Context: an optimization exercise on an open-source flow, tuned for small area. The choices shown serve that exercise and are no tape-out recipe.
Where RTL was checked, it was by simulation tests only, not by an equivalence proof against the original.
The RTL of runs 2 to 4 was laid out without a check of its function.
No activity file was given, so power comes from the tool's default toggle rates.

==> flow/design.v <==
module uplink_rx (
    input  wire        clk,
    input  wire        rst,           
    input  wire        port_kind,     
    input  wire        sof,           
    input  wire        bit_valid,     
    input  wire        bit_data,
    input  wire [15:0] ov_thr,        
    input  wire [15:0] uv_thr,        
    output reg         frame_done,    
    output wire [1:0]  frame_err,     
    output wire [3:0]  ftype,
    output wire [7:0]  seq,
    output wire [7:0]  len,
    output wire [31:0] status,
    output wire        val_valid,     
    output wire [4:0]  val_idx,
    output wire [15:0] val_data,
    output wire        val_ov,
    output wire        val_uv,
    output wire        val_sus
);
    localparam [31:0] CRC_POLY = 32'h04C1_1DB7;
    localparam [2:0] S_IDLE = 3'b000, S_DEAD = 3'b001, S_HDR = 3'b010,
                     S_PAY = 3'b100, S_STAT = 3'b101, S_CRC = 3'b110;
    reg [2:0]  st;
    reg [8:0]  cnt;         
    reg [4:0]  ph;          
    reg [3:0]  stg;         
    reg [31:0] crc;
    reg [31:0] stat_sr;
    reg [3:0]  ft_sr;
    reg [7:0]  seq_sr;
    reg [3:0]  w_sr;        
    reg        zbad;        
    reg        rel_pend, rel_act;
    wire [8:0] nxt = cnt + 9'd1;
    wire [4:0] b   = nxt[4:0];
    wire in_hdr  = (st == S_HDR);
    wire in_pay  = (st == S_PAY);
    wire in_stat = (st == S_STAT);
    wire in_crc  = (st == S_CRC);
    reg pair_ok;
    always @(*) begin
        case (ft_sr)
            4'h8: pair_ok = !port_kind && (w_sr == 4'd12);
            4'h9: pair_ok =  port_kind && (w_sr == 4'd4);
            4'hA: pair_ok = !port_kind && (w_sr == 4'd9);
            4'hB: pair_ok = (w_sr >= 4'd1) && (w_sr <= 4'd4);
            4'hC: pair_ok = (w_sr == 4'd0);
            4'hD: pair_ok = (w_sr == 4'd0);
            4'hF: pair_ok = (w_sr == 4'd1);
            default: pair_ok = 1'b0;
        endcase
    end
    wire hdr_ok = pair_ok && !zbad && !bit_data;
    wire hdr_end  = in_hdr && (b == 5'd31);
    wire pay_end  = in_pay && (nxt[8:5] == w_sr) && (b == 5'd0);
    wire stat_end = in_stat && (b == 5'd0);
    wire crc_end  = in_crc && (b == 5'd31);
    wire crc_ok = &crc;
    wire dead   = (st == S_DEAD);
    always @(posedge clk) begin
        if (rst) begin
            st         <= S_IDLE;
            frame_done <= 1'b0;
            rel_pend   <= 1'b0;
            rel_act    <= 1'b0;
        end else begin
            frame_done <= 1'b0;
            if (sof) begin
                st <= S_HDR;
            end else if (bit_valid) begin
                if (hdr_end) begin
                    st <= hdr_ok ? S_PAY : S_DEAD;
                    frame_done <= !hdr_ok;
                end
                if (pay_end)  st <= S_STAT;
                if (stat_end) st <= S_CRC;
                if (crc_end) begin
                    st <= S_IDLE;
                    frame_done <= 1'b1;
                end
            end
            if (frame_done && !dead && crc_ok && (w_sr != 4'd0))
                rel_pend <= 1'b1;
            else if (ph == 5'd23)
                rel_pend <= 1'b0;
            if (rel_pend && ph == 5'd23)
                rel_act <= 1'b1;
            else if (ph == {w_sr, 1'b1} - 5'd2)
                rel_act <= 1'b0;
        end
    end
    always @(posedge clk) begin
        ph <= (rst || ph == 5'd23) ? 5'd0 : ph + 5'd1;
        if (sof)
            cnt <= 9'd479;
        else if (bit_valid)
            cnt <= nxt;
        if (bit_valid) begin
            stg[nxt[1:0]] <= bit_data;
            crc <= {crc[30:0], bit_data ^ in_hdr} ^ ((crc[31] && !in_hdr) ? CRC_POLY : 32'd0);
        end
        if (bit_valid && in_hdr) begin
            if (b <= 5'd11) {ft_sr, seq_sr} <= {ft_sr[2:0], seq_sr, bit_data};
            if (b >= 5'd14 && b <= 5'd17) w_sr <= {w_sr[2:0], bit_data};
        end
        if (sof)
            zbad <= 1'b0;
        else if (bit_valid && in_hdr && (b == 5'd12 || b == 5'd13 || b >= 5'd18) && bit_data)
            zbad <= 1'b1;
        if (bit_valid && (in_pay || (in_stat && !stat_end)))
            stat_sr <= {stat_sr[30:0], bit_data};
    end
    wire       wen = st[2];
    wire [3:0] wj  = cnt[3:0];
    wire [4:0] wi  = cnt[8:4];
    wire [4:0] ph1 = ph + 5'd1;
    wire       eq0 = (ph == wi);           
    wire       eq1 = (ph1 == wi);          
    genvar l;
    generate
        for (l = 0; l < 16; l = l + 1) begin : lane
            reg [23:0] r;
            wire cur  = (wj >= l) && (wj <= l + 3);
            wire prev = (l >= 13) && (wj <= l - 13);
            wire we   = wen && ((cur && eq0) || (prev && eq1));
            always @(posedge clk)
                r <= {r[22:0], we ? ~stg[l % 4] : r[23]};
            assign val_data[15 - l] = ~r[23];
        end
    endgenerate
    assign val_valid = rel_act;
    assign val_idx   = ph;
    function automatic gt16(input [15:0] a, input [15:0] b);
        integer k;
        reg c;
        begin
            c = 1'b0;
            for (k = 0; k < 16; k = k + 1)
                c = (a[k] & ~b[k]) | ((a[k] | ~b[k]) & c);
            gt16 = c;
        end
    endfunction
    wire cells = w_sr[3] & w_sr[2];
    assign val_ov  = cells && gt16(val_data, ov_thr);
    assign val_uv  = cells && gt16(uv_thr, val_data);
    assign val_sus = cells && (gt16(val_data, 16'd50000) || stat_sr[25]);
    assign frame_err = {!dead && !crc_ok, dead};
    assign ftype  = ft_sr;
    assign seq    = seq_sr;
    assign len    = {2'b00, w_sr, 2'b00};
    assign status = stat_sr;
endmodule
==> flow/flow/run.sh <==
#!/bin/bash
# The standard ORFS layout with three changes:
#  - synthesis: the same script (synth_recipe.tcl), but ABC maps with an
#    area-oriented script (flow/area.abc); registers are mapped before ABC
#    and are unchanged;
#  - the port buffers are sky130_fd_sc_hd__buf_1;
#  - CTS clusters sinks under clkbuf_8 buffers, without dummy loads.
set -euo pipefail
W=$PWD
{ head -n 1 synth_recipe.tcl; cat flow/abc_override.tcl; tail -n +2 synth_recipe.tcl; } > flow_synth.tcl
sed "s#SYNTH_SCRIPT=[^ ]*#SYNTH_SCRIPT=$W/flow_synth.tcl#" standard.sh > flow_standard.sh
grep -q "SYNTH_SCRIPT=$W/flow_synth.tcl" flow_standard.sh
export AREA_ABC_SCRIPT=$W/flow/area.abc
export BUFFER_PORTS_ARGS="-buffer_cell sky130_fd_sc_hd__buf_1"
export CTS_ARGS="-sink_clustering_enable -repair_clock_nets -dont_use_dummy_load -sink_clustering_size 18 -sink_clustering_max_diameter 40 -buf_list {sky130_fd_sc_hd__clkbuf_8}"
bash flow_standard.sh > standard.log 2>&1
==> flow/flow/abc_override.tcl <==
# Run ABC with an area-oriented script (flow/area.abc) in place of ORFS's.
proc abc {args} {
  set i [lsearch -exact $args -script]
  if {$i >= 0} { lset args [expr {$i + 1}] $::env(AREA_ABC_SCRIPT) }
  yosys abc {*}$args
}
==> flow/flow/area.abc <==
strash; dc2; dch -f; map -a; mfs2; strash; dch -f; map -a; topo; dnsize -c
==> flow/standard.sh <==
#!/bin/bash
# synth_recipe.tcl (not shown) runs the flow's synth.tcl, then flattens the netlist and writes it again
# the make line also repeats each setting of config.mk as NAME=value (left out here)
make -C /OpenROAD-flow-scripts/flow DESIGN_CONFIG=/design/flow/config.mk WORK_HOME=/design/flow/orfs CLKGATE_MAP_FILE= SYNTH_SCRIPT=/design/flow/synth_recipe.tcl "${@:-finish}"
==> flow/config.mk <==
export PLATFORM = sky130hd
export DESIGN_NAME = uplink_rx
export DESIGN_NICKNAME = uplink_rx
export VERILOG_FILES = /design/flow/design.v
export SDC_FILE = /design/flow/constraint.sdc
export NUM_CORES = 4
export LEC_CHECK = 0
export ABC_AREA = 1
export CAP_MARGIN = 20
export CORE_MARGIN = 2
export CORE_UTILIZATION = 80
export PLACE_DENSITY = 0.9
export SLEW_MARGIN = 20
==> flow/constraint.sdc <==
create_clock -name core_clock -period 10.0 [get_ports {clk}]
set_input_delay 2.0000 -clock core_clock [delete_from_list [all_inputs] [get_ports {clk}]]
set_output_delay 2.0000 -clock core_clock [all_outputs]
set_load 0.01 [all_outputs]
==> results of run 1 <==
-- cell type report --
type / count / share of cell area (%)
sequential: 489 / 76.2
multi-input combinational: 318 / 13.3
clock buffer: 37 / 3.65
timing repair buffer: 115 / 3.14
tap: 216 / 1.94
inverter: 65 / 1.75
-- metal layers --
layer | share of wire [%] | global-route usage, % | routed length [um] | vias up
li1 | - | - | - | 3214
met1 | 40 | 37.7 | 9960 | 3364
met2 | 48 | 51.2 | 12000 | 390
met3 | 8.1 | 8.24 | 2030 | 101
met4 | 4.5 | 13.7 | 1120 | 0
met5 | 0 | 0 | 0 | -
-- kinds of logic (layout without fill, tap and decap cells) --
group / count (synthesis) / in the layout / synth area share (%)
buf+inv: 70 / 217 / 2.21
other cells: 1 / 4 / 0.0294
simple gates: 152 / 152 / 5.14
xor+xnor: 35 / 35 / 2.41
fa+ha+maj: 11 / 11 / 1.08
flops: 489 / 489 / 83.5
compound gates: 116 / 116 / 5.65
-- stage by stage --
step | area, um^2 | utilization, %
detailed placement | 13400 | 85.5
floorplan | 12700 | -
global route | 13900 | 88.7
finish | 13900 | 88.7
global placement | 13400 | 85.5
CTS | 13900 | 88.7
-- registers in the layout, summed over array words and instances, names as in the netlist, 3 cells and up --
name	count
cnt	9
ft_sr	4
crc	32
lane.r	384
stat_sr	32
ph	5
seq_sr	8
w_sr	4
st	3
stg	4
-- worst paths after layout --
kind              cells past startpoint                endpoint  slack, ns              startpoint
setup reg to reg                     14      st[0]$_SDFFE_PP0P_       6.32     cnt[1]$_SDFFE_PP1P_
hold reg to reg                       0  lane[12].r[23]$_DFF_P_       0.30  lane[12].r[22]$_DFF_P_
setup / recovery                     13                  val_uv       3.75               uv_thr[3]
hold / removal                        0  lane[12].r[23]$_DFF_P_       0.30  lane[12].r[22]$_DFF_P_
-- synth_stat cells, types with 4 or more instances --
| cell | n |
|---|---|
| nor4_1 | 5 |
| a21oi_1 | 33 |
| xor2_1 | 16 |
| clkinv_1 | 65 |
| a211oi_1 | 6 |
| a31oi_1 | 8 |
| xnor2_1 | 19 |
| dfxtp_1 | 405 |
| nand3_1 | 19 |
| nand4_1 | 10 |
| a22oi_1 | 10 |
| buf_4 | 5 |
| o21ai_0 | 26 |
| edfxtp_1 | 84 |
| nor2_1 | 59 |
| ha_1 | 11 |
| nor3_1 | 8 |
| o22ai_1 | 13 |
| nand2_1 | 47 |
| o221ai_1 | 4 |
-- report_power, final --
group          leakage, uW  internal [uW]  switching (uW)  total [uW]
Clock             0.000266            334             551         885
Combinational     0.000801           30.6            63.1        93.6
Sequential         0.00405           2020            20.8        2040
-- worst max-delay path, stage by stage --
cell and delay [ns]:
buf_1 0.13, o22ai_1 0.12, a21oi_1 0.20, a221oi_1 0.09, o21ai_0 0.23, a221oi_1 0.11, o21ai_0 0.22, o221ai_1 0.16
nand2_1 0.12, o21ai_0 0.09, a211o_1 0.28, a211oi_1 0.28, buf_1 0.22
==> flow_metrics.py, run 1 <==
metrics = {
    "outcome": {
        "outcome": "timing/DRC/antenna clean",
    },
    "placed_design": {
        "hpwl_um": 15400,
        "place_ws_ns": 3.91,
        "io_buffers": 113,
        "gp_congestion": 0.833,
        "dp.cells": 1203,
    },
    "finish": {
        "multiInputGateArea_um2": 1850,
        "area_growth_pct": 9.50,
        "diodes": 0,
        "final_cells": 1240,
        "final-seq-area_um2": 10600,
        "drive_above_1_share_pct": 4.39,
        "layout_commonest_cell": "dfxtp_1",
        "nNetsFinal": 1075,
        "fillers": 602,
        "layout_common_cells": "dfxtp_1, buf_1, edfxtp_1, clkinv_1, nor2_1",
    },
    "cts": {
        "cts_tree": "done",
        "clk_pin_slew_worst_paths_ns": 0.10,
        "cts.path.max_buffers": 3,
        "h-tree-depth": 2,
        "clockRootBuffer": "clkbuf_8",
        "cts_setup_buffers": 0,
        "worstSkewPairLatency_ns": 0.55,
        "cts_buffers": 37,
        "cts_sinks": 489,
        "hold_buffers": 0,
        "cts_resized": 0,
    },
    "die": {
        "row_count": 46,
        "die_area_um2": 16900,
        "core-area_um2": 15700,
        "io_pins": 118,
        "initial_core_util_pct": 81.0,
        "die_h_um": 130,
        "die_x_um": 130,
    },
    "setup_path": {
        "crit_type": "in -> out",
        "crit_fanout": 2,
        "worstPathArrival_ns": 4.25,
        "crit_path_end_kind": "primary output",
        "crit_required_ns": 8.00,
        "start_kind": "input pin",
    },
    "timing": {
        "fin_hold_ws_ns": 0.299,
        "setup_viol": 0,
        "hold_viol": 0,
        "finClkSkew_ns": 0.0554,
        "grt_setup_unrepaired": "false",
        "min_period_over_period_pct": 62.5,
        "fin_crit_ns": 6.25,
        "fin_ws_ns": 3.75,
        "max_freq_ghz": 0.160,
        "setup_tns_ns": 0,
        "max_slew_margin_pct": 31.7,
        "drv_slew": 0,
        "worst_pin_slew_ns": 1.02,
    },
    "power_and_ir_drop": {
        "power.total_uw": 3020,
        "powerDensity_nw_per_um2": 217,
        "leakagePower_uw": 0.00512,
        "vdd_ir_drop_max_mv": 0.165,
    },
    "yosys": {
        "syn_area_um2": 12700,
        "ys.flop_type": "dfxtp_1",
        "synthCells": 874,
        "synthDistinctLibCells": 33,
        "ys_seq_area_share_pct": 83.5,
        "avgSynthCellArea_um2": 14.6,
        "synthArstFlopShare_pct": 0,
        "synthDominantCellAreaShare_pct": 63.7,
        "synth_edf_count": 84,
        "ys_warn_count": 1,
        "yosys-top-cells-area": "dfxtp_1, edfxtp_1, clkinv_1",
        "synth-seq-cells": 489,
        "synth_area_leader_cell": "dfxtp_1",
    },
    "drt": {
        "firstDrtPassIters": 6,
        "vias": 7069,
        "routed_via_density": 5.70,
        "drc": 0,
        "drtAntennaViolNets": 0,
        "detail_route.wl_per_cell_um": 20.3,
        "drt-total-wl_um": 25200,
        "drtIter0Drc": 654,
    },
    "global_route": {
        "grt_max_degree": 48,
        "track_usage_pct": 30.6,
        "grt-ovfl-total": 0,
        "antenna_found_initial": 0,
        "grt_pass1_vias": 7197,
        "grt_pass1_wl_um": 38400,
    },
    "min_path": {
        "min_path_type": "reg -> reg",
    },
    "run": {
        "max_cap_violations": 0,
    },
}
==> run 2: changes to the inputs <==
--- a/flow/design.v
+++ b/flow/design.v
@@ -27,8 +27,7 @@
     reg [8:0]  cnt;         
     reg [4:0]  ph;          
-    reg [3:0]  stg;         
     reg [31:0] crc;
     reg [31:0] stat_sr;
-    reg [3:0]  ft_sr;
+    reg [2:0]  ft_sr;       
     reg [7:0]  seq_sr;
     reg [3:0]  w_sr;        
@@ -43,5 +42,5 @@
     reg pair_ok;
     always @(*) begin
-        case (ft_sr)
+        case ({1'b1, ft_sr})
             4'h8: pair_ok = !port_kind && (w_sr == 4'd12);
             4'h9: pair_ok =  port_kind && (w_sr == 4'd4);
@@ -100,14 +99,13 @@
             cnt <= nxt;
         if (bit_valid) begin
-            stg[nxt[1:0]] <= bit_data;
             crc <= {crc[30:0], bit_data ^ in_hdr} ^ ((crc[31] && !in_hdr) ? CRC_POLY : 32'd0);
         end
         if (bit_valid && in_hdr) begin
-            if (b <= 5'd11) {ft_sr, seq_sr} <= {ft_sr[2:0], seq_sr, bit_data};
+            if (b <= 5'd11) {ft_sr, seq_sr} <= {ft_sr[1:0], seq_sr, bit_data};
             if (b >= 5'd14 && b <= 5'd17) w_sr <= {w_sr[2:0], bit_data};
         end
         if (sof)
             zbad <= 1'b0;
-        else if (bit_valid && in_hdr && (b == 5'd12 || b == 5'd13 || b >= 5'd18) && bit_data)
+        else if (bit_valid && in_hdr && (b == 5'd0 ? !bit_data : (b == 5'd12 || b == 5'd13 || b >= 5'd18) && bit_data))
             zbad <= 1'b1;
         if (bit_valid && (in_pay || (in_stat && !stat_end)))
@@ -124,9 +122,10 @@
         for (l = 0; l < 16; l = l + 1) begin : lane
             reg [23:0] r;
+            wire [1:0] d = wj[1:0] - l;    
             wire cur  = (wj >= l) && (wj <= l + 3);
             wire prev = (l >= 13) && (wj <= l - 13);
             wire we   = wen && ((cur && eq0) || (prev && eq1));
             always @(posedge clk)
-                r <= {r[22:0], we ? ~stg[l % 4] : r[23]};
+                r <= {r[22:0], we ? ~stat_sr[d] : r[23]};
             assign val_data[15 - l] = ~r[23];
         end
@@ -149,5 +148,5 @@
     assign val_sus = cells && (gt16(val_data, 16'd50000) || stat_sr[25]);
     assign frame_err = {!dead && !crc_ok, dead};
-    assign ftype  = ft_sr;
+    assign ftype  = {1'b1, ft_sr};
     assign seq    = seq_sr;
     assign len    = {2'b00, w_sr, 2'b00};
==> run 2 against run 1 <==
Still clean. Worst hold slack got worse by 0.0044 ns. Cell area decreased by 1.1%. Wire length up 13%. Register-to-register slack worse by 0.40 ns. Clock skew shrank 0.014 ns. Clock power hardly changed. Via count up 5.3%. Worst setup slack lost 0.050 ns. Die area fell by 1.1%. Clock-buffer cell count unchanged. Non-clock buffer count fell by 1. Critical path type unchanged. Critical endpoint unchanged.
==> flow_metrics.py, run 2 <==
metrics = {
    "setup_path": {
        "crit_path_end_kind": "primary output",
        "start_kind": "input pin",
        "crit_type": "in -> out",
        "crit_fanout": 1,
        "reg2regPathDepth": 11,
        "crit_required_ns": 8.00,
        "worstPathArrival_ns": 4.30,
        "cp_slowest_cell": "o21ai_0",
        "critPathMaxStageDelay_ns": 0.31,
        "reg2reg_from": "cnt[0]$_SDFFE_PP1P_",
        "r2r_end": "stat_sr[12]$_DFFE_PP_",
        "ff2ff_setup_slack_ns": 5.92,
        "path_cells": "buf_1, o211ai_1, a21oi_1, a221oi_1, o21a_1, a2bb2oi_1, o21ai_0, o221ai_1, a21oi_1, o221ai_1, a211oi_1, buf_1",
    },
    "drt": {
        "routed_via_density": 6.03,
        "firstDrtPassIters": 5,
        "detail_route.wl_per_cell_um": 23.0,
        "drtAntennaViolNets": 0,
        "drc": 0,
        "drt-total-wl_um": 28400,
        "drtIter0Drc": 724,
        "vias": 7444,
    },
    "timing": {
        "setup_tns_ns": 0,
        "drv_slew": 0,
        "max_freq_ghz": 0.159,
        "grt_setup_unrepaired": "false",
        "finClkSkew_ns": 0.0411,
        "min_period_over_period_pct": 63.0,
        "fin_crit_ns": 6.30,
        "fin_ws_ns": 3.70,
        "worst_pin_slew_ns": 1.00,
        "max_slew_margin_pct": 32.7,
        "setup_viol": 0,
        "hold_viol": 0,
    },
    "min_path": {
        "min_path_type": "reg -> reg",
        "min_from": "lane[13].r[7]$_DFF_P_",
        "worst_hold_path.num_cells": 0,
        "min_to": "lane[13].r[8]$_DFF_P_",
    },
    "die": {
        "die_x_um": 129,
        "io_pins": 118,
        "core-area_um2": 15300,
        "die_area_um2": 16800,
        "die_h_um": 129,
        "initial_core_util_pct": 82.2,
        "row_count": 45,
    },
    "power_and_ir_drop": {
        "vdd_ir_drop_max_mv": 0.174,
        "p_clk_share_pct": 29.5,
        "p_seq_share_pct": 67.1,
        "powerDensity_nw_per_um2": 218,
        "intPower_uw": 2360,
        "leakagePower_uw": 0.00508,
        "power.total_uw": 3010,
        "switching_share_pct": 21.5,
        "combPwrFrac_pct": 3.4,
        "p_sw_uw": 645,
    },
    "yosys": {
        "synth-compound-area-share_pct": 5.77,
        "synthDominantCellAreaShare_pct": 64.4,
        "synth_top_family_by_area": "compound AO/OA/AOI/OAI gates",
        "syn_area_um2": 12600,
        "synth_fa_ha_area_share_pct": 1.09,
        "ys_seq_area_share_pct": 83.2,
        "synth_area_leader_cell": "dfxtp_1",
        "yosys.area_share.simple_pct": 5.38,
        "avgSynthCellArea_um2": 14.4,
        "synthDistinctLibCells": 35,
        "synth_commonest_cells": "dfxtp_1, edfxtp_1, clkinv_1",
        "synth-seq-cells": 484,
        "synthArstFlopShare_pct": 0,
        "synthCells": 876,
        "ys.flop_type": "dfxtp_1",
        "synthMostInstantiatedCell": "dfxtp_1",
        "ys_warn_count": 1,
        "synth_edf_count": 79,
        "muxShareOfSynthArea_pct": 0.0795,
        "yosys-top-cells-area": "dfxtp_1, edfxtp_1, clkinv_1",
        "synth_xor_xnor_area_share_pct": 2.16,
    },
    "global_route": {
        "track_usage_pct": 34.6,
        "grt_pass1_vias": 7692,
        "grt_pass1_wl_um": 42600,
        "grt-ovfl-total": 0,
        "grt_max_degree": 46,
        "antenna_found_initial": 0,
    },
    "cts": {
        "hold_buffers": 0,
        "worstSkewPairLatency_ns": 0.55,
        "cts_resized": 0,
        "cts_setup_buffers": 0,
        "clk_pin_slew_worst_paths_ns": 0.11,
        "h-tree-depth": 2,
        "cts_sinks": 484,
        "cts.path.max_buffers": 3,
        "cts_tree": "done",
        "clockRootBuffer": "clkbuf_8",
        "cts_buffers": 37,
    },
    "finish": {
        "final-seq-area_um2": 10500,
        "fillers": 516,
        "nNetsFinal": 1075,
        "diodes": 0,
        "multiInputGateArea_um2": 1860,
        "utilization_pct": 90.0,
        "area_growth_pct": 9.51,
        "layout_commonest_cell": "dfxtp_1",
        "layout_common_cells": "dfxtp_1, buf_1, edfxtp_1, clkinv_1, nor2_1",
        "drive_above_1_share_pct": 4.10,
        "regMostFlops": "lane.r",
        "fin_area_um2": 13800,
        "reg.largest.list": "lane.r x384, crc x32, stat_sr x32",
        "largest_reg_flops": 384,
    },
    "placed_design": {
        "io_buffers": 112,
        "hpwl_um": 17000,
        "gp_congestion": 0.889,
        "place_ws_ns": 4.07,
        "dpl_cell_area_um2": 13300,
    },
    "outcome": {
        "outcome": "timing/DRC/antenna clean",
    },
    "run": {
        "max_cap_violations": 0,
    },
}
run 2: power by group through the flow:
stage                     Combinational [uW]  Clock [uW]  Sequential [uW]
after global routing                     110         962             2020
final                                    103         887             2020
after CTS                               97.8         899             2020
after floorplan                         59.2           0             2050
after detailed placement                92.7           0             2060
after global placement                  82.6           0             2060
run 2: worst max path at each step:
stage / from / slack [ns] / endpoint / cells past startpoint
global route: uv_thr[0] / 3.63 / val_uv / 12
floorplan: bit_valid / 4.13 / stat_sr[0]$_DFFE_PP_ / 2
global placement: uv_thr[1] / 4.29 / val_uv / 12
detailed placement: ov_thr[1] / 4.07 / val_ov / 13
finish: uv_thr[0] / 3.70 / val_uv / 12
CTS: uv_thr[1] / 3.84 / val_uv / 12
run 2: cells by family after synthesis:
| group | after synthesis |
|---|---|
| DFF | 484 |
| and+or+nand+nor | 157 |
| AOI/OAI and AO/OA | 121 |
| buffers and inverters | 69 |
| xor gates and xnor gates | 31 |
| adders and majority gates | 11 |
| other | 2 |
| muxes | 1 |
run 2: critical path: cells and delay by family:
kind | cells | cell delay [ns]
AOI/OAI and AO/OA | 10 | 1.98
buffers and inverters | 2 | 0.33
run 2: final cells by class:
type	count	area share [%]
Multi-Input combinational cell	326	13.5
Clock buffer	37	3.69
Timing Repair Buffer	114	3.17
Tap cell	211	1.91
Sequential cell	484	76.0
Inverter	63	1.71
run 2: per-stage QoR:
step	hold WS, ns	instances
floorplan	0.310	879
global placement	0.310	1198
CTS	0.295	1235
global route	0.296	1235
detailed placement	0.312	1198
finish	0.295	1235
run 2: layer usage:
layer  part of all wire (%)  wire [um]  track usage, %  vias up
met4                    7.4       2110            22.3        0
met1                     35      10000            40.3     3517
met2                     49      14000            58.7      536
li1                       -          -               -     3213
met3                    8.0       2260            7.14      178
met5                      0          0               0        -
==> run 3: changes to the inputs <==
==> flow/flow/area.abc (replaced) <==
strash; dc2; dch -f; map -a; mfs2; strash; dch -f; map -a; mfs2; strash; dch -f; map -a; topo; dnsize -c
==> run 3 against run 2 <==
The flow now stops in detailed placement. Synthesized cell count grew 0.23%. Area after synthesis barely moved.
==> flow_metrics.py, run 3 <==
metrics = {
    "yosys": {
        "synthArstFlopShare_pct": 0,
        "synth_edf_count": 79,
        "ys_warn_count": 1,
        "ys.flop_type": "dfxtp_1",
        "synth-seq-cells": 484,
        "synthCells": 878,
        "ys_seq_area_share_pct": 83.2,
        "avgSynthCellArea_um2": 14.4,
        "syn_area_um2": 12600,
        "synth_area_leader_cell": "dfxtp_1",
        "yosys-top-cells-area": "dfxtp_1, edfxtp_1, clkinv_1",
        "synthMostInstantiatedCell": "dfxtp_1",
        "synthDominantCellAreaShare_pct": 64.3,
        "synthDistinctLibCells": 34,
        "synth_commonest_cells": "dfxtp_1, edfxtp_1, clkinv_1",
    },
    "placed_design": {
        "io_buffers": 112,
        "hpwl_um": 17300,
        "gp_congestion": 0.889,
    },
    "outcome": {
        "stop_stage": "detailed placement",
        "error": "[ERROR DPL-0033] detailed placement checks failed during check placement.",
        "outcome": "stopped before the end",
    },
    "die": {
        "row_count": 45,
        "io_pins": 118,
        "die_h_um": 130,
        "die_x_um": 130,
        "initial_core_util_pct": 82.3,
    },
}
==> run 3: cell types whose count changed after synthesis, sizes merged, moves of 2 or more <==
cell,before,now
o21ai,25,36
nand2,48,43
or2,0,2
o22ai,20,17
xnor2,22,15
clkinv,63,71
a221oi,1,3
nand4,10,8
nand3,18,15
o41ai,2,0
nor2,60,55
a211oi,4,2
xor2,9,13
==> run 3: worst min path at each step <==
stage | endpoint | slack, ns | depth (start not counted)
floorplan | lane[0].r[10]$_DFF_P_ | 0.31 | 0
global placement | lane[15].r[23]$_DFF_P_ | 0.31 | 0
==> run 3: logic make-up after synthesis <==
kind of cell / Yosys count / synth area share [%]
fa+ha+maj: 11 / 1.09
flops: 484 / 83.2
other cells: 2 / 0.0596
buf+inv: 77 / 2.47
compound gates: 135 / 6.46
xor+xnor: 28 / 1.95
simple gates: 141 / 4.80
==> run 3: per-stage QoR <==
step | instances | hold slack (ns) | total power (uW) | worst slack, ns | cell area, um^2
2_1_floorplan | 881 | 0.310 | 2110 | 4.16 | 12600
3_3_place_gp | 1200 | 0.310 | 2140 | 4.22 | 13300
==> run 3: power by group through the flow <==
stage / combinational (uW) / clock (uW) / sequential, uW
floorplan: 57.6 / 0 / 2050
global placement: 82.1 / 0 / 2060
==> run 4: changes to the inputs <==
--- a/flow/flow/run.sh
+++ b/flow/flow/run.sh
@@ -13,4 +13,4 @@
 export AREA_ABC_SCRIPT=$W/flow/area.abc
 export BUFFER_PORTS_ARGS="-buffer_cell sky130_fd_sc_hd__buf_1"
-export CTS_ARGS="-sink_clustering_enable -repair_clock_nets -dont_use_dummy_load -sink_clustering_size 18 -sink_clustering_max_diameter 40 -buf_list {sky130_fd_sc_hd__clkbuf_8}"
+export CTS_ARGS="-sink_clustering_enable -repair_clock_nets -dont_use_dummy_load -sink_clustering_size 16 -sink_clustering_max_diameter 60 -buf_list {sky130_fd_sc_hd__clkbuf_8}"
 bash flow_standard.sh > standard.log 2>&1
==> flow/flow/area.abc (replaced) <==
strash; dc2; dch -f; map -a; mfs2; strash; dch -f; map -a; topo; dnsize -c
==> run 4 against run 3 <==
The run now finishes clean. Synthesized cell count down 0.23%. Area after synthesis about the same.
==> flow_metrics.py, run 4 <==
metrics = {
    "outcome": {
        "outcome": "timing/DRC/antenna clean",
    },
    "die": {
        "die_h_um": 129,
        "row_count": 45,
        "io_pins": 118,
        "die_x_um": 129,
        "die_area_um2": 16800,
        "core-area_um2": 15300,
        "initial_core_util_pct": 82.2,
    },
    "finish": {
        "layout_common_cells": "dfxtp_1, buf_1, edfxtp_1, clkinv_1, nor2_1",
        "drive_above_1_share_pct": 4.01,
        "diodes": 0,
        "layout_commonest_cell": "dfxtp_1",
        "area_growth_pct": 9.40,
        "fin_area_um2": 13800,
        "nNetsFinal": 1074,
        "largest_reg_flops": 384,
        "reg.largest.list": "lane.r x384, crc x32, stat_sr x32",
        "regMostFlops": "lane.r",
    },
    "timing": {
        "max_slew_margin_pct": 35.3,
        "grt_setup_unrepaired": "false",
        "min_period_over_period_pct": 62.9,
        "max_freq_ghz": 0.159,
        "fin_crit_ns": 6.29,
        "setup_tns_ns": 0,
        "setup_viol": 0,
        "fin_hold_ws_ns": 0.317,
        "hold_viol": 0,
        "drv_slew": 0,
        "finClkSkew_ns": 0.0551,
        "worst_pin_slew_ns": 0.962,
    },
    "setup_path": {
        "crit_type": "in -> out",
        "worstPathArrival_ns": 4.29,
        "cp_slowest_cell": "a211oi_1",
        "reg2reg_from": "cnt[0]$_SDFFE_PP1P_",
        "reg2regPathDepth": 11,
        "worstSetupStartpoint": "uv_thr[1]",
        "endpoint": "val_uv",
        "start_kind": "input pin",
        "crit_family": "compound AO/OA/AOI/OAI gates",
        "cp_num_cells": 12,
        "crit_path_end_kind": "primary output",
        "critPathMaxStageDelay_ns": 0.29,
        "path_cells": "buf_1, a22oi_1, a21oi_1, a221oi_1, o21a_1, a2bb2oi_1, o21ai_0, o221ai_1, a21oi_1, o221ai_1, a211oi_1, buf_1",
        "r2r_end": "stat_sr[25]$_DFFE_PP_",
        "ff2ff_setup_slack_ns": 5.75,
        "crit_required_ns": 8.00,
        "crit_fanout": 2,
        "path_buf_inv": 2,
    },
    "min_path": {
        "min_path_type": "reg -> reg",
    },
    "placed_design": {
        "dpl_cell_area_um2": 13300,
        "io_buffers": 112,
        "hpwl_um": 17000,
        "gp_congestion": 0.889,
    },
    "yosys": {
        "ys_seq_area_share_pct": 83.2,
        "synth_edf_count": 79,
        "synth_commonest_cells": "dfxtp_1, edfxtp_1, clkinv_1",
        "synth-seq-cells": 484,
        "synthDominantCellAreaShare_pct": 64.4,
        "ys_warn_count": 1,
        "synth_area_leader_cell": "dfxtp_1",
        "avgSynthCellArea_um2": 14.4,
        "synthMostInstantiatedCell": "dfxtp_1",
        "synthDistinctLibCells": 35,
        "ys.flop_type": "dfxtp_1",
        "synthCells": 876,
        "syn_area_um2": 12600,
        "yosys-top-cells-area": "dfxtp_1, edfxtp_1, clkinv_1",
        "synthArstFlopShare_pct": 0,
    },
    "drt": {
        "drtAntennaViolNets": 0,
        "firstDrtPassIters": 6,
        "drt-total-wl_um": 29000,
        "drtIter0Drc": 923,
        "vias": 7560,
        "drc": 0,
        "detail_route.wl_per_cell_um": 23.5,
        "routed_via_density": 6.13,
    },
    "power_and_ir_drop": {
        "p_clk_share_pct": 29.3,
        "leakagePower_uw": 0.00507,
        "switching_share_pct": 21.7,
        "combPwrFrac_pct": 3.5,
        "p_sw_uw": 653,
        "power.total_uw": 3010,
        "powerDensity_nw_per_um2": 218,
        "p_seq_share_pct": 67.1,
        "intPower_uw": 2350,
        "vdd_ir_drop_max_mv": 0.184,
    },
    "cts": {
        "cts_setup_buffers": 0,
        "h-tree-depth": 2,
        "cts_resized": 0,
        "hold_buffers": 0,
        "clockRootBuffer": "clkbuf_8",
        "worstSkewPairLatency_ns": 0.55,
        "cts.path.max_buffers": 3,
        "cts_sinks": 484,
        "clk_pin_slew_worst_paths_ns": 0.09,
        "cts_buffers": 36,
        "cts_tree": "done",
    },
    "global_route": {
        "track_usage_pct": 35.1,
        "grt_pass1_wl_um": 43400,
        "grt_max_degree": 46,
        "grt_pass1_vias": 7738,
        "grt-ovfl-total": 0,
        "antenna_found_initial": 0,
    },
    "run": {
        "max_cap_violations": 0,
    },
}
## run 4: stage by stage
stage | utilization (%) | worst slack, ns | cells
global route | 90.0 | 3.60 | 1234
CTS | 89.9 | 3.85 | 1234
finish | 90.0 | 3.71 | 1234
global placement | 86.7 | 4.29 | 1198
detailed placement | 86.7 | 4.07 | 1198
floorplan | - | 4.13 | 879
## run 4: worst min path at each step
stage               slack [ns]  depth (start not counted)                   from               endpoint
global route              0.33                          0  lane[3].r[14]$_DFF_P_  lane[3].r[15]$_DFF_P_
floorplan                 0.31                          0   lane[0].r[9]$_DFF_P_  lane[0].r[10]$_DFF_P_
CTS                       0.32                          0  lane[6].r[19]$_DFF_P_  lane[6].r[20]$_DFF_P_
global placement          0.31                          0   lane[9].r[0]$_DFF_P_   lane[9].r[1]$_DFF_P_
detailed placement        0.31                          0  lane[0].r[18]$_DFF_P_  lane[0].r[19]$_DFF_P_
finish                    0.32                          0  lane[3].r[14]$_DFF_P_  lane[3].r[15]$_DFF_P_
## run 4: power by group through the flow
stage	Sequential, uW	Clock (uW)	Combinational (uW)
after floorplan	2050	0	59.2
after global placement	2060	0	82.6
after detailed placement	2060	0	92.7
after CTS	2020	883	98.8
after global routing	2020	948	112
final	2020	882	106
## run 4: cell type report
| class | instances | area [um^2] |
|---|---|---|
| Sequential cell | 484 | 10500 |
| Multi-Input combinational cell | 326 | 1860 |
| Fill cell | 532 | 1540 |
| Clock buffer | 36 | 495 |
| Timing Repair Buffer | 114 | 437 |
| Tap cell | 211 | 264 |
| Inverter | 63 | 236 |
## run 4: logic make-up after synthesis
family / share of synthesized area [%]
compound gates: 5.77
mux: 0.0795
xor+xnor: 2.16
fa+ha+maj: 1.09
buf+inv: 2.24
other cells: 0.0596
simple gates: 5.39
flops: 83.2
## run 4: routing by layer
| layer | up-vias | wire length (um) | GRT usage (%) | share of wire [%] |
|---|---|---|---|---|
| li1 | 3204 | - | - | - |
| met1 | 3546 | 10300 | 41.4 | 35 |
| met2 | 611 | 14400 | 60.4 | 50 |
| met3 | 199 | 2350 | 7.02 | 8.1 |
| met4 | 0 | 1940 | 19.9 | 6.7 |
| met5 | - | 0 | 0 | 0 |
==> run 5: changes to the inputs <==
==> flow/design.v (replaced) <==
module uplink_rx (
    input  wire        clk,
    input  wire        rst,           
    input  wire        port_kind,     
    input  wire        sof,           
    input  wire        bit_valid,     
    input  wire        bit_data,
    input  wire [15:0] ov_thr,        
    input  wire [15:0] uv_thr,        
    output reg         frame_done,    
    output wire [1:0]  frame_err,     
    output wire [3:0]  ftype,
    output wire [7:0]  seq,
    output wire [7:0]  len,
    output wire [31:0] status,
    output wire        val_valid,     
    output wire [4:0]  val_idx,
    output wire [15:0] val_data,
    output wire        val_ov,
    output wire        val_uv,
    output wire        val_sus
);
    localparam [31:0] CRC_POLY = 32'h04C1_1DB7;
    localparam [2:0] S_IDLE = 3'b000, S_DEAD = 3'b001, S_HDR = 3'b010,
                     S_PAY = 3'b100, S_STAT = 3'b101, S_CRC = 3'b110;
    reg [2:0]  st;
    reg [8:0]  cnt;         
    reg [4:0]  ph;          
    reg [31:0] crc;
    reg [31:0] sr;          
    reg [2:0]  ft_r;        
    reg [7:0]  seq_r;
    reg [3:0]  w_r;         
    reg        st25;        
    reg        rel_pend, rel_act;
    wire [4:0] ph1 = ph + 5'd1;
    wire [4:0] b   = cnt[4:0];
    wire in_hdr  = (st == S_HDR);
    wire in_pay  = (st == S_PAY);
    wire in_stat = (st == S_STAT);
    wire in_crc  = (st == S_CRC);
    wire [2:0] h_ft  = sr[29:27];
    wire [3:0] h_w   = sr[16:13];
    reg pair_ok;
    always @(*) begin
        case (h_ft)
            3'h0: pair_ok = !port_kind && (h_w == 4'd12);
            3'h1: pair_ok =  port_kind && (h_w == 4'd4);
            3'h2: pair_ok = !port_kind && (h_w == 4'd9);
            3'h3: pair_ok = (h_w >= 4'd1) && (h_w <= 4'd4);
            3'h4: pair_ok = (h_w == 4'd0);
            3'h5: pair_ok = (h_w == 4'd0);
            3'h7: pair_ok = (h_w == 4'd1);
            default: pair_ok = 1'b0;
        endcase
    end
    wire hdr_ok = pair_ok && sr[30] && (sr[18:17] == 2'd0) &&
                  (sr[12:0] == 13'd0) && !bit_data;
    wire hdr_end  = in_hdr && (b == 5'd31);
    wire pay_end  = in_pay && (cnt[8:5] == w_r) && (b == 5'd0);
    wire stat_end = in_stat && (b == 5'd0);
    wire crc_end  = in_crc && (b == 5'd31);
    wire crc_ok = &crc;
    wire dead   = (st == S_DEAD);
    always @(posedge clk) begin
        if (rst) begin
            st         <= S_IDLE;
            frame_done <= 1'b0;
            rel_pend   <= 1'b0;
            rel_act    <= 1'b0;
        end else begin
            frame_done <= 1'b0;
            if (sof) begin
                st <= S_HDR;
            end else if (bit_valid) begin
                if (hdr_end) begin
                    st <= hdr_ok ? S_PAY : S_DEAD;
                    frame_done <= !hdr_ok;
                end
                if (pay_end)  st <= S_STAT;
                if (stat_end) st <= S_CRC;
                if (crc_end) begin
                    st <= S_IDLE;
                    frame_done <= 1'b1;
                end
            end
            if (frame_done && !dead && crc_ok && (w_r != 4'd0))
                rel_pend <= 1'b1;
            else if (ph == 5'd23)
                rel_pend <= 1'b0;
            if (rel_pend && ph == 5'd23)
                rel_act <= 1'b1;
            else if (ph1 == {w_r, 1'b0})
                rel_act <= 1'b0;
        end
    end
    always @(posedge clk) begin
        ph <= (rst || ph == 5'd23) ? 5'd0 : ph1;
        if (sof)
            cnt <= 9'd480;
        else if (bit_valid)
            cnt <= cnt + 9'd1;
        if (bit_valid)
            crc <= {crc[30:0], bit_data ^ in_hdr} ^ ((crc[31] && !in_hdr) ? CRC_POLY : 32'd0);
        if (bit_valid && (in_hdr || in_pay || (in_stat && !stat_end)))
            sr <= {sr[30:0], bit_data};
        if (bit_valid && hdr_end) begin
            ft_r  <= h_ft;
            seq_r <= sr[26:19];
            w_r   <= h_w;
        end
        if (bit_valid && crc_end)
            st25 <= sr[25];
    end
    wire       wen = st[2];
    wire [3:0] wj  = cnt[3:0];
    wire [4:0] wi  = cnt[8:4];
    wire       eq0 = (ph == wi);           
    wire       eq1 = (ph1 == wi);          
    genvar l;
    generate
        for (l = 0; l < 16; l = l + 1) begin : lane
            reg [23:0] r;
            wire [1:0] d = wj[1:0] - 2'd1 - l;    
            wire cur  = (wj > l) && (wj <= l + 4);
            wire prev = (l >= 12) && (wj <= l - 12);
            wire we   = wen && ((cur && eq0) || (prev && eq1));
            always @(posedge clk)
                r <= {r[22:0], we ? ~sr[d] : r[23]};
            assign val_data[15 - l] = ~r[23];
        end
    endgenerate
    assign val_valid = rel_act;
    assign val_idx   = ph;
    function automatic gt16(input [15:0] a, input [15:0] b);
        integer k;
        reg c;
        begin
            c = 1'b0;
            for (k = 0; k < 16; k = k + 1)
                c = (a[k] & ~b[k]) | ((a[k] | ~b[k]) & c);
            gt16 = c;
        end
    endfunction
    wire cells = w_r[3] & w_r[2];
    assign val_ov  = cells && gt16(val_data, ov_thr);
    assign val_uv  = cells && gt16(uv_thr, val_data);
    assign val_sus = cells && (gt16(val_data, 16'd50000) || st25);
    assign frame_err = {!dead && !crc_ok, dead};
    assign ftype  = {1'b1, ft_r};
    assign seq    = seq_r;
    assign len    = {2'b00, w_r, 2'b00};
    assign status = sr;
endmodule
--- a/flow/flow/run.sh
+++ b/flow/flow/run.sh
@@ -13,4 +13,4 @@
 export AREA_ABC_SCRIPT=$W/flow/area.abc
 export BUFFER_PORTS_ARGS="-buffer_cell sky130_fd_sc_hd__buf_1"
-export CTS_ARGS="-sink_clustering_enable -repair_clock_nets -dont_use_dummy_load -sink_clustering_size 16 -sink_clustering_max_diameter 60 -buf_list {sky130_fd_sc_hd__clkbuf_8}"
+export CTS_ARGS="-sink_clustering_enable -repair_clock_nets -dont_use_dummy_load -sink_clustering_size 20 -sink_clustering_max_diameter 45 -buf_list {sky130_fd_sc_hd__clkbuf_8}"
 bash flow_standard.sh > standard.log 2>&1
==> run 5 against run 4 <==
Power is 1.1% lower. Sequential cell count unchanged. Clock skew down 0.012 ns.
==> flow_metrics.py, run 5 <==
metrics = {
    "finish": {
        "largest_reg_flops": 384,
        "layout_commonest_cell": "dfxtp_1",
        "fillers": 566,
        "regMostFlops": "lane.r",
        "final_cells": 1201,
        "drive_above_1_share_pct": 4.15,
        "diodes": 0,
        "reg.largest.list": "lane.r x384, crc x32, sr x32",
        "nNetsFinal": 1058,
        "layout_common_cells": "dfxtp_1, buf_1, edfxtp_1, clkinv_1, nor2_1",
        "area_growth_pct": 9.07,
    },
    "global_route": {
        "grt_max_degree": 38,
        "antenna_found_initial": 0,
        "grt_pass1_wl_um": 39200,
        "grt_pass1_vias": 7262,
        "grt-ovfl-total": 0,
        "track_usage_pct": 32.1,
    },
    "cts": {
        "cts_buffers": 35,
        "cts_setup_buffers": 0,
        "clk_pin_slew_worst_paths_ns": 0.10,
        "cts_sinks": 484,
        "cts_tree": "done",
        "clockRootBuffer": "clkbuf_8",
        "h-tree-depth": 2,
        "cts_resized": 0,
        "cts.path.max_buffers": 3,
        "worstSkewPairLatency_ns": 0.56,
        "hold_buffers": 0,
    },
    "die": {
        "io_pins": 118,
        "row_count": 45,
        "die_x_um": 129,
        "die_area_um2": 16600,
        "core-area_um2": 15200,
        "initial_core_util_pct": 82.1,
        "die_h_um": 129,
    },
    "setup_path": {
        "start_kind": "input pin",
        "crit_fanout": 2,
        "crit_path_end_kind": "primary output",
        "crit_required_ns": 8.00,
        "worstPathArrival_ns": 4.54,
        "crit_type": "in -> out",
    },
    "yosys": {
        "synth_area_leader_cell": "dfxtp_1",
        "syn_area_um2": 12500,
        "synthArstFlopShare_pct": 0,
        "ys_warn_count": 1,
        "ys.flop_type": "dfxtp_1",
        "synth_commonest_cells": "dfxtp_1, edfxtp_1, clkinv_1",
        "synth-seq-cells": 484,
        "synthMostInstantiatedCell": "dfxtp_1",
        "synthDistinctLibCells": 33,
        "avgSynthCellArea_um2": 14.4,
        "ys_seq_area_share_pct": 84.1,
        "synth_edf_count": 80,
        "yosys-top-cells-area": "dfxtp_1, edfxtp_1, clkinv_1",
        "synthDominantCellAreaShare_pct": 64.8,
        "synthCells": 866,
    },
    "placed_design": {
        "dp.cells": 1166,
        "io_buffers": 112,
        "hpwl_um": 16500,
        "gp_congestion": 0.818,
    },
    "power_and_ir_drop": {
        "p_clk_share_pct": 28.8,
        "leakagePower_uw": 0.00501,
        "powerDensity_nw_per_um2": 218,
        "p_seq_share_pct": 68.6,
        "combPwrFrac_pct": 2.6,
        "switching_share_pct": 20.8,
        "vdd_ir_drop_max_mv": 0.179,
        "intPower_uw": 2360,
        "power.total_uw": 2970,
        "p_sw_uw": 617,
    },
    "timing": {
        "hold_viol": 0,
        "finClkSkew_ns": 0.0431,
        "setup_viol": 0,
        "worst_pin_slew_ns": 0.913,
        "max_slew_margin_pct": 39.2,
        "min_period_over_period_pct": 65.4,
        "grt_setup_unrepaired": "false",
        "setup_tns_ns": 0,
        "drv_slew": 0,
        "max_freq_ghz": 0.153,
        "fin_crit_ns": 6.54,
    },
    "drt": {
        "drt-total-wl_um": 25700,
        "drc": 0,
        "firstDrtPassIters": 6,
        "routed_via_density": 5.94,
        "drtIter0Drc": 884,
        "detail_route.wl_per_cell_um": 21.4,
        "drtAntennaViolNets": 0,
        "vias": 7137,
    },
    "min_path": {
        "min_path_type": "reg -> reg",
    },
    "run": {
        "max_cap_violations": 0,
    },
    "outcome": {
        "outcome": "timing/DRC/antenna clean",
    },
}
-- run 5: cell types whose count changed in the layout (fill, tap and decap cells not counted), sizes merged, moves of 3 or more --
cell / change
o21ai: +15
o22ai: -14
nand2: -9
xnor2: -8
ha: -6
nand3: -5
clkinv: +4
a211oi: -3
a221oi: +3
a31oi: +3
nor2: +3
nor4: +3
-- run 5: worst paths after layout --
path,endpoint,slack (ns),depth (start not counted),startpoint
setup / recovery,val_uv,3.46,17,uv_thr[1]
hold / removal,lane[0].r[4]$_DFF_P_,0.30,0,lane[0].r[3]$_DFF_P_
setup reg to reg,lane[12].r[0]$_DFF_P_,6.98,10,ph[3]$_SDFF_PP0_
hold reg to reg,lane[0].r[4]$_DFF_P_,0.30,0,lane[0].r[3]$_DFF_P_
-- run 5: layout make-up --
type | instances | area [um^2] | area share, %
Inverter | 67 | 251 | 1.85
Sequential cell | 484 | 10500 | 77.1
Multi-Input combinational cell | 312 | 1710 | 12.5
Tap cell | 188 | 235 | 1.73
Clock buffer | 35 | 482 | 3.54
Timing Repair Buffer | 115 | 444 | 3.26
-- run 5: kinds of logic (layout without fill, tap and decap cells) --
| group | Yosys count | count (layout) | share of synthesized area [%] |
|---|---|---|---|
| simple gates | 151 | 151 | 5.26 |
| fa+ha+maj | 5 | 5 | 0.501 |
| xor+xnor | 25 | 25 | 1.75 |
| compound gates | 126 | 126 | 5.97 |
| other cells | 2 | 5 | 0.0602 |
| buf+inv | 73 | 217 | 2.38 |
| flops | 484 | 484 | 84.1 |
-- run 5: per-stage QoR --
| step | instance area (um^2) | util, % | setup WS (ns) | hold slack (ns) |
|---|---|---|---|---|
| 3_3_place_gp | 13100 | 86.3 | 3.95 | 0.310 |
| 4_1_cts | 13600 | 89.5 | 3.46 | 0.299 |
| 5_1_grt | 13600 | 89.5 | 3.18 | 0.296 |
| 6_report | 13600 | 89.5 | 3.46 | 0.299 |
| 2_1_floorplan | 12500 | - | 4.41 | 0.310 |
| 3_5_place_dp | 13100 | 86.3 | 3.52 | 0.312 |
-- run 5: power groups by stage --
stage | Clock (uW) | Combinational, uW | Sequential (uW)
2_1_floorplan | 0 | 40.8 | 2080
3_3_place_gp | 0 | 64.5 | 2080
3_5_place_dp | 0 | 72.2 | 2080
4_1_cts | 871 | 74.9 | 2040
5_1_grt | 933 | 82.9 | 2040
6_report | 857 | 77.6 | 2040
-- run 5: metal layers --
metal,vias to the layer above,share of wire [%],track usage [%]
met1,3358,37,37.2
met3,129,8.7,8.52
met5,-,0,0
li1,3174,-,-
met4,0,5.3,18.4
met2,476,49,54.3
-- run 5: critical path, cell delays in order --
cell	delay, ns
buf_1	0.14
o21ai_0	0.11
o21ai_0	0.20
a221oi_1	0.11
o21ai_0	0.19
o21ai_0	0.11
a21oi_1	0.15
a21oi_1	0.08
nor2_1	0.15
a21oi_1	0.05
o21ai_0	0.19
o221a_2	0.21
a221oi_1	0.04
o21ai_0	0.23
o221ai_1	0.18
a21oi_1	0.21
buf_1	0.19
==> run 6: changes to the inputs <==
--- a/flow/flow/run.sh
+++ b/flow/flow/run.sh
@@ -13,4 +13,4 @@
 export AREA_ABC_SCRIPT=$W/flow/area.abc
 export BUFFER_PORTS_ARGS="-buffer_cell sky130_fd_sc_hd__buf_1"
-export CTS_ARGS="-sink_clustering_enable -repair_clock_nets -dont_use_dummy_load -sink_clustering_size 20 -sink_clustering_max_diameter 45 -buf_list {sky130_fd_sc_hd__clkbuf_8}"
+export CTS_ARGS="-sink_clustering_enable -repair_clock_nets -dont_use_dummy_load -buf_list {sky130_fd_sc_hd__clkbuf_8}"
 bash flow_standard.sh > standard.log 2>&1
==> run 6 against run 5 <==
Still clean on timing, DRC and antenna. Sequential power hardly changed. Clock power is 47% higher. Non-clock buffer count is the same. Worst hold slack got worse by 0.0096 ns. Utilization is 2.9 points higher. Clock-buffer cell count is 32 higher. Die area stayed put. Critical endpoint unchanged.
==> flow_metrics.py, run 6 <==
metrics = {
    "timing": {
        "setup_tns_ns": 0,
        "fin_crit_ns": 7.01,
        "finClkSkew_ns": 0.0542,
        "max_slew_margin_pct": 39.0,
        "min_period_over_period_pct": 70.1,
        "max_freq_ghz": 0.143,
        "worst_pin_slew_ns": 0.916,
        "setup_viol": 0,
        "grt_setup_unrepaired": "false",
        "hold_viol": 0,
        "drv_slew": 0,
    },
    "drt": {
        "routed_via_density": 6.42,
        "drtIter0Drc": 1187,
        "firstDrtPassIters": 7,
        "vias": 7911,
        "drt-total-wl_um": 32000,
        "drc": 0,
        "drtAntennaViolNets": 0,
        "detail_route.wl_per_cell_um": 26.0,
    },
    "cts": {
        "cts_buffers": 67,
        "worstSkewPairLatency_ns": 0.59,
        "h-tree-depth": 3,
        "clk_pin_slew_worst_paths_ns": 0.07,
        "cts_tree": "done",
        "cts_setup_buffers": 0,
        "cts.path.max_buffers": 3,
        "cts_sinks": 484,
        "cts_resized": 0,
        "clockRootBuffer": "clkbuf_8",
        "hold_buffers": 0,
    },
    "setup_path": {
        "path_cells": "buf_1, o21ai_0, o21ai_0, a221oi_1, o21ai_0, o21ai_0, a21oi_1, a21oi_1, nor2_1, a21oi_1, o21ai_0, o221a_2, a221oi_1, o21ai_0, o221ai_1, a21oi_1, buf_1",
        "reg2regPathDepth": 12,
        "ff2ff_setup_slack_ns": 6.49,
        "path_buf_inv": 2,
        "endpoint": "val_uv",
        "cp_slowest_cell": "a21oi_1",
        "crit_path_end_kind": "primary output",
        "crit_top_cell": "o21ai_0",
        "crit_family": "compound AO/OA/AOI/OAI gates",
        "start_kind": "input pin",
        "crit_fanout": 1,
        "cp_num_cells": 17,
        "worstSetupStartpoint": "uv_thr[0]",
        "crit_type": "in -> out",
        "crit_required_ns": 8.00,
        "reg2reg_from": "cnt[0]$_SDFFE_PP0P_",
        "r2r_end": "st[2]$_SDFFE_PP0P_",
        "critPathMaxStageDelay_ns": 0.27,
        "worstPathArrival_ns": 5.01,
    },
    "global_route": {
        "grt_pass1_vias": 8382,
        "grt_max_degree": 38,
        "grt-ovfl-total": 0,
        "track_usage_pct": 40.5,
        "grt_pass1_wl_um": 48600,
        "antenna_found_initial": 1,
    },
    "finish": {
        "drive_above_1_share_pct": 7.08,
        "layout_commonest_cell": "dfxtp_1",
        "final_cells": 1233,
        "largest_reg_flops": 384,
        "diodes": 0,
        "nNetsFinal": 1090,
        "layout_common_cells": "dfxtp_1, buf_1, edfxtp_1, clkinv_1, clkbuf_8",
        "area_growth_pct": 12.6,
        "reg.largest.list": "lane.r x384, crc x32, sr x32",
        "regMostFlops": "lane.r",
    },
    "outcome": {
        "outcome": "timing/DRC/antenna clean",
    },
    "die": {
        "die_h_um": 129,
        "row_count": 45,
        "initial_core_util_pct": 82.1,
        "core-area_um2": 15200,
        "die_x_um": 129,
        "die_area_um2": 16600,
        "io_pins": 118,
    },
    "yosys": {
        "synthCells": 866,
        "ys_warn_count": 1,
        "synth-seq-cells": 484,
        "avgSynthCellArea_um2": 14.4,
        "synth_edf_count": 80,
        "synthDominantCellAreaShare_pct": 64.8,
        "synthMostInstantiatedCell": "dfxtp_1",
        "ys_seq_area_share_pct": 84.1,
        "synth_area_leader_cell": "dfxtp_1",
        "ys.flop_type": "dfxtp_1",
        "synthArstFlopShare_pct": 0,
        "synth_commonest_cells": "dfxtp_1, edfxtp_1, clkinv_1",
        "yosys-top-cells-area": "dfxtp_1, edfxtp_1, clkinv_1",
        "syn_area_um2": 12500,
        "synthDistinctLibCells": 33,
    },
    "power_and_ir_drop": {
        "leakagePower_uw": 0.00524,
        "vdd_ir_drop_max_mv": 0.178,
        "powerDensity_nw_per_um2": 241,
    },
    "placed_design": {
        "gp_congestion": 0.818,
        "hpwl_um": 16500,
        "io_buffers": 112,
        "dp.cells": 1166,
    },
    "min_path": {
        "min_path_type": "reg -> reg",
    },
    "run": {
        "max_cap_violations": 0,
    },
}
[run 6: worst min path at each step]
stage | from | end | slack, ns | cells after the start
after floorplan | lane[0].r[9]$_DFF_P_ | lane[0].r[10]$_DFF_P_ | 0.31 | 0
after global placement | lane[2].r[15]$_DFF_P_ | lane[2].r[16]$_DFF_P_ | 0.31 | 0
after detailed placement | lane[13].r[15]$_DFF_P_ | lane[13].r[16]$_DFF_P_ | 0.31 | 0
after CTS | lane[8].r[3]$_DFF_P_ | lane[8].r[4]$_DFF_P_ | 0.29 | 0
after global routing | lane[13].r[8]$_DFF_P_ | lane[13].r[9]$_DFF_P_ | 0.30 | 0
final | lane[3].r[2]$_DFF_P_ | lane[3].r[3]$_DFF_P_ | 0.29 | 0
[run 6: layout make-up]
cell class              count  area [um^2]
flip-flops and latches    484        10500
multi-input cells         312         1710
fillers                   391         1150
clock buffers              67          922
repair buffers            115          444
inverters                  67          251
well taps                 188          235
[run 6: kinds of logic (layout without fill, tap and decap cells)]
group / count (synthesis) / in the layout / synth area share (%)
other cells: 2 / 5 / 0.0602
flops: 484 / 484 / 84.1
compound gates: 126 / 126 / 5.97
buf+inv: 73 / 249 / 2.38
simple gates: 151 / 151 / 5.26
fa+ha+maj: 5 / 5 / 0.501
xor+xnor: 25 / 25 / 1.75
[run 6: where the power goes]
part / total [uW] / leakage, uW / switching (uW) / internal [uW]
Combinational: 86.8 / 0.000745 / 63.5 / 23.3
Clock: 1260 / 0.000482 / 664 / 596
Sequential: 2040 / 0.00401 / 23.9 / 2020
Total: 3390 / 0.00524 / 752 / 2640
[run 6: stage by stage]
stage	hold slack [ns]	instance area, um^2	utilization, %	total power, uW	setup slack, ns
6_report	0.290	14000	92.4	3390	2.99
3_5_place_dp	0.312	13100	86.3	2150	3.52
5_1_grt	0.300	14000	92.4	3470	2.66
4_1_cts	0.291	14000	92.4	3380	3.19
3_3_place_gp	0.310	13100	86.3	2140	3.95
2_1_floorplan	0.310	12500	-	2120	4.41
[run 6: routing by layer]
layer	track usage (%)	up-vias	part of all wire [%]
met5	0	-	0.041
met4	26.6	2	7.7
met3	15.8	262	11
met2	65.4	738	47
met1	45.1	3677	34
li1	-	3232	-
==> run 7: changes to the inputs <==
--- a/flow/flow/run.sh
+++ b/flow/flow/run.sh
@@ -13,4 +13,4 @@
 export AREA_ABC_SCRIPT=$W/flow/area.abc
 export BUFFER_PORTS_ARGS="-buffer_cell sky130_fd_sc_hd__buf_1"
-export CTS_ARGS="-sink_clustering_enable -repair_clock_nets -dont_use_dummy_load -buf_list {sky130_fd_sc_hd__clkbuf_8}"
+export CTS_ARGS="-sink_clustering_enable -repair_clock_nets -dont_use_dummy_load -sink_clustering_size 18 -sink_clustering_max_diameter 40 -buf_list {sky130_fd_sc_hd__clkbuf_8}"
 bash flow_standard.sh > standard.log 2>&1
==> run 7 against run 6 <==
Still clean on timing, DRC and antenna. Wire length shrank 19%. Combinational power fell by about 10%. Die area did not move. Power down 11%. Critical path type unchanged. Critical endpoint unchanged.
==> flow_metrics.py, run 7 <==
metrics = {
    "timing": {
        "grt_setup_unrepaired": "false",
        "finClkSkew_ns": 0.0422,
        "drv_slew": 0,
        "worst_pin_slew_ns": 0.949,
        "fin_crit_ns": 6.55,
        "max_slew_margin_pct": 36.8,
        "hold_viol": 0,
        "min_period_over_period_pct": 65.5,
        "max_freq_ghz": 0.153,
        "setup_viol": 0,
        "fin_hold_ws_ns": 0.299,
        "fin_ws_ns": 3.45,
        "setup_tns_ns": 0,
    },
    "die": {
        "die_x_um": 129,
        "row_count": 45,
        "core-area_um2": 15200,
        "io_pins": 118,
        "die_h_um": 129,
        "die_area_um2": 16600,
        "initial_core_util_pct": 82.1,
    },
    "setup_path": {
        "worstPathArrival_ns": 4.55,
        "crit_required_ns": 8.00,
        "start_kind": "input pin",
        "crit_path_end_kind": "primary output",
        "crit_type": "in -> out",
        "crit_fanout": 2,
    },
    "drt": {
        "drc": 0,
        "detail_route.wl_per_cell_um": 21.6,
        "drtIter0Drc": 669,
        "vias": 7153,
        "drt-total-wl_um": 26000,
        "drtAntennaViolNets": 0,
        "routed_via_density": 5.94,
        "firstDrtPassIters": 8,
    },
    "power_and_ir_drop": {
        "leakagePower_uw": 0.00503,
        "p_sw_uw": 629,
        "intPower_uw": 2380,
        "switching_share_pct": 20.9,
        "p_clk_share_pct": 29.7,
        "powerDensity_nw_per_um2": 221,
        "combPwrFrac_pct": 2.6,
        "vdd_ir_drop_max_mv": 0.170,
        "p_seq_share_pct": 67.7,
    },
    "global_route": {
        "use_met3_pct": 9.36,
        "grt-ovfl-total": 0,
        "grt_pass1_vias": 7345,
        "grt_pass1_wl_um": 39900,
        "grt_max_degree": 38,
        "grt_util_met1_pct": 38.3,
        "use_met2_pct": 56.0,
        "track_usage_pct": 32.4,
        "antenna_found_initial": 0,
        "busiest_layer": "met2",
    },
    "cts": {
        "cts_sinks": 484,
        "cts_resized": 0,
        "cts_buffers": 38,
        "cts_setup_buffers": 0,
        "clk_pin_slew_worst_paths_ns": 0.10,
        "clockRootBuffer": "clkbuf_8",
        "worstSkewPairLatency_ns": 0.56,
        "cts_tree": "done",
        "hold_buffers": 0,
        "cts.path.max_buffers": 3,
        "h-tree-depth": 2,
    },
    "finish": {
        "utilization_pct": 89.8,
        "nNetsFinal": 1061,
        "reg.largest.list": "lane.r x384, crc x32, sr x32",
        "area_growth_pct": 9.40,
        "layout_commonest_cell": "dfxtp_1",
        "diodes": 0,
        "regMostFlops": "lane.r",
        "layout_common_cells": "dfxtp_1, buf_1, edfxtp_1, clkinv_1, nor2_1",
        "largest_reg_flops": 384,
        "drive_above_1_share_pct": 4.43,
        "fillers": 543,
    },
    "yosys": {
        "yosys-top-cells-area": "dfxtp_1, edfxtp_1, clkinv_1",
        "ys_seq_area_share_pct": 84.1,
        "ys_warn_count": 1,
        "synthMostInstantiatedCell": "dfxtp_1",
        "synthDistinctLibCells": 33,
        "synth_commonest_cells": "dfxtp_1, edfxtp_1, clkinv_1",
        "ys.flop_type": "dfxtp_1",
        "synth_edf_count": 80,
        "synthDominantCellAreaShare_pct": 64.8,
        "synth-seq-cells": 484,
        "syn_area_um2": 12500,
        "synth_area_leader_cell": "dfxtp_1",
        "avgSynthCellArea_um2": 14.4,
        "synthArstFlopShare_pct": 0,
        "synthCells": 866,
    },
    "placed_design": {
        "io_buffers": 112,
        "gp_congestion": 0.818,
        "place_ws_ns": 3.52,
        "hpwl_um": 16500,
    },
    "run": {
        "max_cap_violations": 0,
    },
    "outcome": {
        "outcome": "timing/DRC/antenna clean",
    },
    "min_path": {
        "min_path_type": "reg -> reg",
    },
}
-- run 7: cell counts after synthesis --
Identical to the previous run, type by type.
-- run 7: through the flow --
stage / power, uW / instance area [um^2] / instances
6_report: 3010 / 13600 / 1204
5_1_grt: 3090 / 13600 / 1204
4_1_cts: 3020 / 13600 / 1204
3_5_place_dp: 2150 / 13100 / 1166
3_3_place_gp: 2140 / 13100 / 1166
2_1_floorplan: 2120 / 12500 / 869
-- run 7: cell families after synthesis --
group	synth area share (%)
DFF	84.1
and+or+nand+nor	5.26
AOI/OAI and AO/OA	5.97
buffers and inverters	2.38
xor gates and xnor gates	1.75
adders and majority gates	0.501
other	0.0602
-- run 7: cell type report --
class | count | area (um^2) | area share, %
sequential | 484 | 10500 | 76.9
multi-input combinational | 312 | 1710 | 12.5
clock buffer | 38 | 523 | 3.83
timing repair buffer | 115 | 444 | 3.25
inverter | 67 | 251 | 1.84
tap | 188 | 235 | 1.72
-- run 7: per-layer routing --
layer / up-vias / part of all wire [%]
met5: - / 0
met3: 114 / 8.7
met2: 440 / 50
met4: 0 / 4.2
li1: 3178 / -
met1: 3421 / 37
-- run 7: path summary, 6_finish.rpt --
kind         slack (ns)                  start  cells after the start               endpoint
min reg2reg        0.30  lane[7].r[19]$_DFF_P_                      0  lane[7].r[20]$_DFF_P_
max reg2reg        7.05    cnt[0]$_SDFFE_PP0P_                     12     st[2]$_SDFFE_PP0P_
max                3.45              uv_thr[1]                     17                 val_uv
min                0.30  lane[7].r[19]$_DFF_P_                      0  lane[7].r[20]$_DFF_P_
-- run 7: power by group through the flow --
stage	sequential, uW	clock [uW]	combinational, uW
CTS	2040	902	75.5
finish	2040	895	78.1
detailed placement	2080	0	72.2
floorplan	2080	0	40.8
global placement	2080	0	64.5
global route	2040	968	83.3
-- run 7: worst max-delay path: stages --
cell	delay [ns]
buf_1	0.13
o21ai_0	0.11
o21ai_0	0.19
a221oi_1	0.12
o21ai_0	0.19
o21ai_0	0.11
a21oi_1	0.15
a21oi_1	0.06
nor2_1	0.12
a21oi_1	0.05
o21ai_0	0.20
o221a_2	0.22
a221oi_1	0.04
o21ai_0	0.24
o221ai_1	0.18
a21oi_1	0.23
buf_1	0.20

static timing again, ports no longer ideal:
Ports are ideal in the flow. The routed layouts listed here were re-timed in OpenROAD.
Step 1 assumes that a clkbuf_16 drives the clock port and a buf_2 every other input.
Step 2 times the ports against the registers' clock, not the clock port: input delays grow and output delays shrink by t, the midpoint of the rising clock arrivals with the driver on.
a / b / c = ideal ports / drivers / drivers and shift; a / b = the first two.
run	t, ns	setup WS [ns]	hold WS [ns]
run 1	0.568	3.753 / 3.715 / 3.715	0.299 / 0.299 / 0.299
run 2	0.570	3.703 / 3.676 / 3.676	0.295 / 0.295 / 0.295
run 4	0.559	3.711 / 3.679 / 3.679	0.317 / 0.317 / 0.317
run 5	0.583	3.458 / 3.431 / 3.431	0.299 / 0.299 / 0.299
run 6	0.613	2.988 / 2.962 / 2.962	0.290 / 0.290 / 0.290
run 7	0.586	3.454 / 3.430 / 3.430	0.299 / 0.299 / 0.299
After both steps setup and hold are still met in every run listed. The setup slack of run 1, which loses most, moves by -0.038 ns with the drivers and by -0.038 ns with both steps.
